This is an optimization exercise on Yosys and OpenROAD, whose aim is small area, a short achievable clock period and few clock cycles per item, not a production implementation.
Only simulation tests tie the RTL to the original design; equivalence was not proved.

// elrek_tx
module elrek_tx (
    input  wire         clk,
    input  wire         rst,
    input  wire [30:0]  seed,
    input  wire         st_valid,
    output wire         st_ready,
    input  wire [3:0]   st_type,
    input  wire [3:0]   st_seq,
    input  wire [511:0] st_payload,
    output reg          tx_valid,
    output reg  [31:0]  tx_data
);
==> flow/config.mk <==
export PLATFORM = sky130hd
export DESIGN_NAME = elrek_tx
export DESIGN_NICKNAME = elrek_tx
export VERILOG_FILES = /design/flow/design.v
export SDC_FILE = /design/flow/constraint.sdc
export NUM_CORES = 8
export LEC_CHECK = 0
export CAP_MARGIN = 20
export CORE_MARGIN = 2
export CORE_UTILIZATION = 55
export CTS_BUF_LIST = sky130_fd_sc_hd__clkbuf_8
export CTS_CLUSTER_SIZE = 30
export SLEW_MARGIN = 20
export SYNTH_HIERARCHICAL = 1
==> flow/constraint.sdc <==
create_clock -name core_clock -period 80.0 [get_ports {clk}]
set_input_delay 16.0000 -clock core_clock [delete_from_list [all_inputs] [get_ports {clk}]]
set_output_delay 16.0000 -clock core_clock [all_outputs]
set_load 0.01 [all_outputs]
standard.sh (not shown) runs the stock make flow with config.mk's settings and CLKGATE_MAP_FILE= SYNTH_SCRIPT=/design/flow/synth_recipe.tcl, a recipe that flattens the netlist after the stock synthesis.
==> flow/flow/run.sh <==
#!/bin/bash
# The standard layout (standard.sh), with these ORFS settings changed:
#  - ABC_LOAD_IN_FF=1: ABC sizes the small one-gate modules of the datapath
#    for a light load instead of upsizing them;
#  - port buffers use the smallest buffer cell (buf_1) rather than the delay
#    cell that buffer_ports picks by default;
#  - clock tree: clkbuf_16 buffers, sinks clustered in groups of up to 24
#    within 120 um, no dummy loads.
# Each ORFS step keeps its own log under orfs/logs; make's output goes to
# standard.log.
set -euo pipefail
bash standard.sh ABC_LOAD_IN_FF=1 SETUP_SLACK_MARGIN=63.6 SKIP_GATE_CLONING=1 MATCH_CELL_FOOTPRINT=0 \
    "BUFFER_PORTS_ARGS=-buffer_cell sky130_fd_sc_hd__buf_1" \
    "CTS_ARGS=-sink_clustering_enable -repair_clock_nets -sink_clustering_size 24 -sink_clustering_max_diameter 120 -buf_list sky130_fd_sc_hd__clkbuf_16 -dont_use_dummy_load" \
    finish > standard.log 2>&1
Testbench counts at the start, summed over its fixed seeds: cycles 52,836, items 3,200.
Edit:
--- a/flow/flow/run.sh
+++ b/flow/flow/run.sh
@@ -11,3 +11,3 @@
 set -euo pipefail
-bash standard.sh ABC_LOAD_IN_FF=1 SETUP_SLACK_MARGIN=63.6 SKIP_GATE_CLONING=1 MATCH_CELL_FOOTPRINT=0 \
+bash standard.sh ABC_LOAD_IN_FF=1 SETUP_SLACK_MARGIN=63.3 SKIP_GATE_CLONING=1 MATCH_CELL_FOOTPRINT=0 \
     "BUFFER_PORTS_ARGS=-buffer_cell sky130_fd_sc_hd__buf_1" \
The new run produced a clean layout.
Die area stays the same.
First-iteration DRC count is lower by 4.0%.
Clock-buffer cell count goes up by 3.
Utilization is lower by 0.11 points.
Worst hold slack is about the same.
Critical path depth does not change.
Edit:
--- a/flow/flow/run.sh
+++ b/flow/flow/run.sh
@@ -7,3 +7,5 @@
 #  - clock tree: clkbuf_16 buffers, sinks clustered in groups of up to 24
-#    within 120 um, no dummy loads.
+#    within 120 um, no dummy loads;
+#  - repair_timing aims at a setup slack of 63.3 ns (the clock is 80 ns, the
+#    I/O delays 16 ns each), without cloning gates.
 # Each ORFS step keeps its own log under orfs/logs; make's output goes to
@@ -11,3 +13,3 @@
 set -euo pipefail
-bash standard.sh ABC_LOAD_IN_FF=1 SETUP_SLACK_MARGIN=63.3 SKIP_GATE_CLONING=1 MATCH_CELL_FOOTPRINT=0 \
+bash standard.sh ABC_LOAD_IN_FF=1 SETUP_SLACK_MARGIN=63.3 SKIP_GATE_CLONING=1 \
     "BUFFER_PORTS_ARGS=-buffer_cell sky130_fd_sc_hd__buf_1" \
- CORE_UTILIZATION: 55 -> 70
- CTS_BUF_LIST: sky130_fd_sc_hd__clkbuf_8 -> default
- CTS_CLUSTER_SIZE: 30 -> default
What happened:
- sequential cell count does not change
- sequential share of layout area rises by 0.31 points
- routed wire length falls by 1.3%
- utilization climbs by 17 points
Edit:
--- a/flow/flow/run.sh
+++ b/flow/flow/run.sh
@@ -7,5 +7,3 @@
 #  - clock tree: clkbuf_16 buffers, sinks clustered in groups of up to 24
-#    within 120 um, no dummy loads;
-#  - repair_timing aims at a setup slack of 63.3 ns (the clock is 80 ns, the
-#    I/O delays 16 ns each), without cloning gates.
+#    within 120 um, no dummy loads.
 # Each ORFS step keeps its own log under orfs/logs; make's output goes to
@@ -13,3 +11,3 @@
 set -euo pipefail
-bash standard.sh ABC_LOAD_IN_FF=1 SETUP_SLACK_MARGIN=63.3 SKIP_GATE_CLONING=1 \
+bash standard.sh ABC_LOAD_IN_FF=1 \
     "BUFFER_PORTS_ARGS=-buffer_cell sky130_fd_sc_hd__buf_1" \
- CORE_UTILIZATION: 70 -> 55
- CTS_BUF_LIST: default -> sky130_fd_sc_hd__clkbuf_8
- CTS_CLUSTER_SIZE: default -> 30
After rerunning:
- The new run went through all stages and came out clean
- clock skew barely changes
- hold slack degrades by 0.015 ns
- register-to-register slack gets better by 0.31 ns
- clock-buffer cell count increases by 3
- sequential share of layout area fell by 0.18 points
Edit:
--- a/flow/flow/run.sh
+++ b/flow/flow/run.sh
@@ -7,3 +7,5 @@
 #  - clock tree: clkbuf_16 buffers, sinks clustered in groups of up to 24
-#    within 120 um, no dummy loads.
+#    within 120 um, no dummy loads;
+#  - repair_timing aims at a setup slack of 63.3 ns (the clock is 80 ns, the
+#    I/O delays 16 ns each), without cloning gates.
 # Each ORFS step keeps its own log under orfs/logs; make's output goes to
@@ -11,3 +13,3 @@
 set -euo pipefail
-bash standard.sh ABC_LOAD_IN_FF=1 \
+bash standard.sh ABC_LOAD_IN_FF=1 SETUP_SLACK_MARGIN=63.3 SKIP_GATE_CLONING=1 \
     "BUFFER_PORTS_ARGS=-buffer_cell sky130_fd_sc_hd__buf_1" \
- CTS_BUF_LIST: sky130_fd_sc_hd__clkbuf_8 -> default
- CTS_CLUSTER_SIZE: 30 -> default
Effect: The new run finished clean; routed wire length drops by about 1.6%; area after synthesis does not change; fmax goes up by about 0.7%; design area stays flat.

==> port drivers added, routing unchanged <==
No port has a modelled driver above. Below, the same layouts with a new extraction and two added sets of constraints. Step 1 (the two cells are an assumption about what drives the block):
set clk [get_ports {clk}]
set_driving_cell -lib_cell sky130_fd_sc_hd__clkbuf_16 $clk
set_driving_cell -lib_cell sky130_fd_sc_hd__buf_2 [delete_from_list [all_inputs] $clk]
Step 2 moves the port delays by t, midway between the first and last clock arrival at a register: inputs arrive t later, outputs are due t later. That takes back most of the time a late clock gives input paths. Slacks: ideal / step 1 / step 2; pairs: ideal / step 1.
| run | t (ns) | setup WS [ns] | worst register clock-pin slew, ns |
|---|---|---|---|
| the first run | 0.710 | 62.904 / 62.832 / 62.839 | 0.11 / 0.11 |
| the second run | 0.639 | 62.972 / 62.903 / 62.774 | 0.11 / 0.11 |
| the third run | 0.706 | 62.872 / 62.805 / 62.696 | 0.11 / 0.11 |
| the fourth run | 0.647 | 62.831 / 62.851 / 62.222 | 0.11 / 0.11 |
| the fifth run | 0.641 | 62.948 / 62.878 / 62.777 | 0.10 / 0.10 |
After both steps setup and hold are still met in every run listed. The setup slack of the fourth run, which loses most, moves by +0.020 ns with the drivers and by -0.609 ns with both steps.
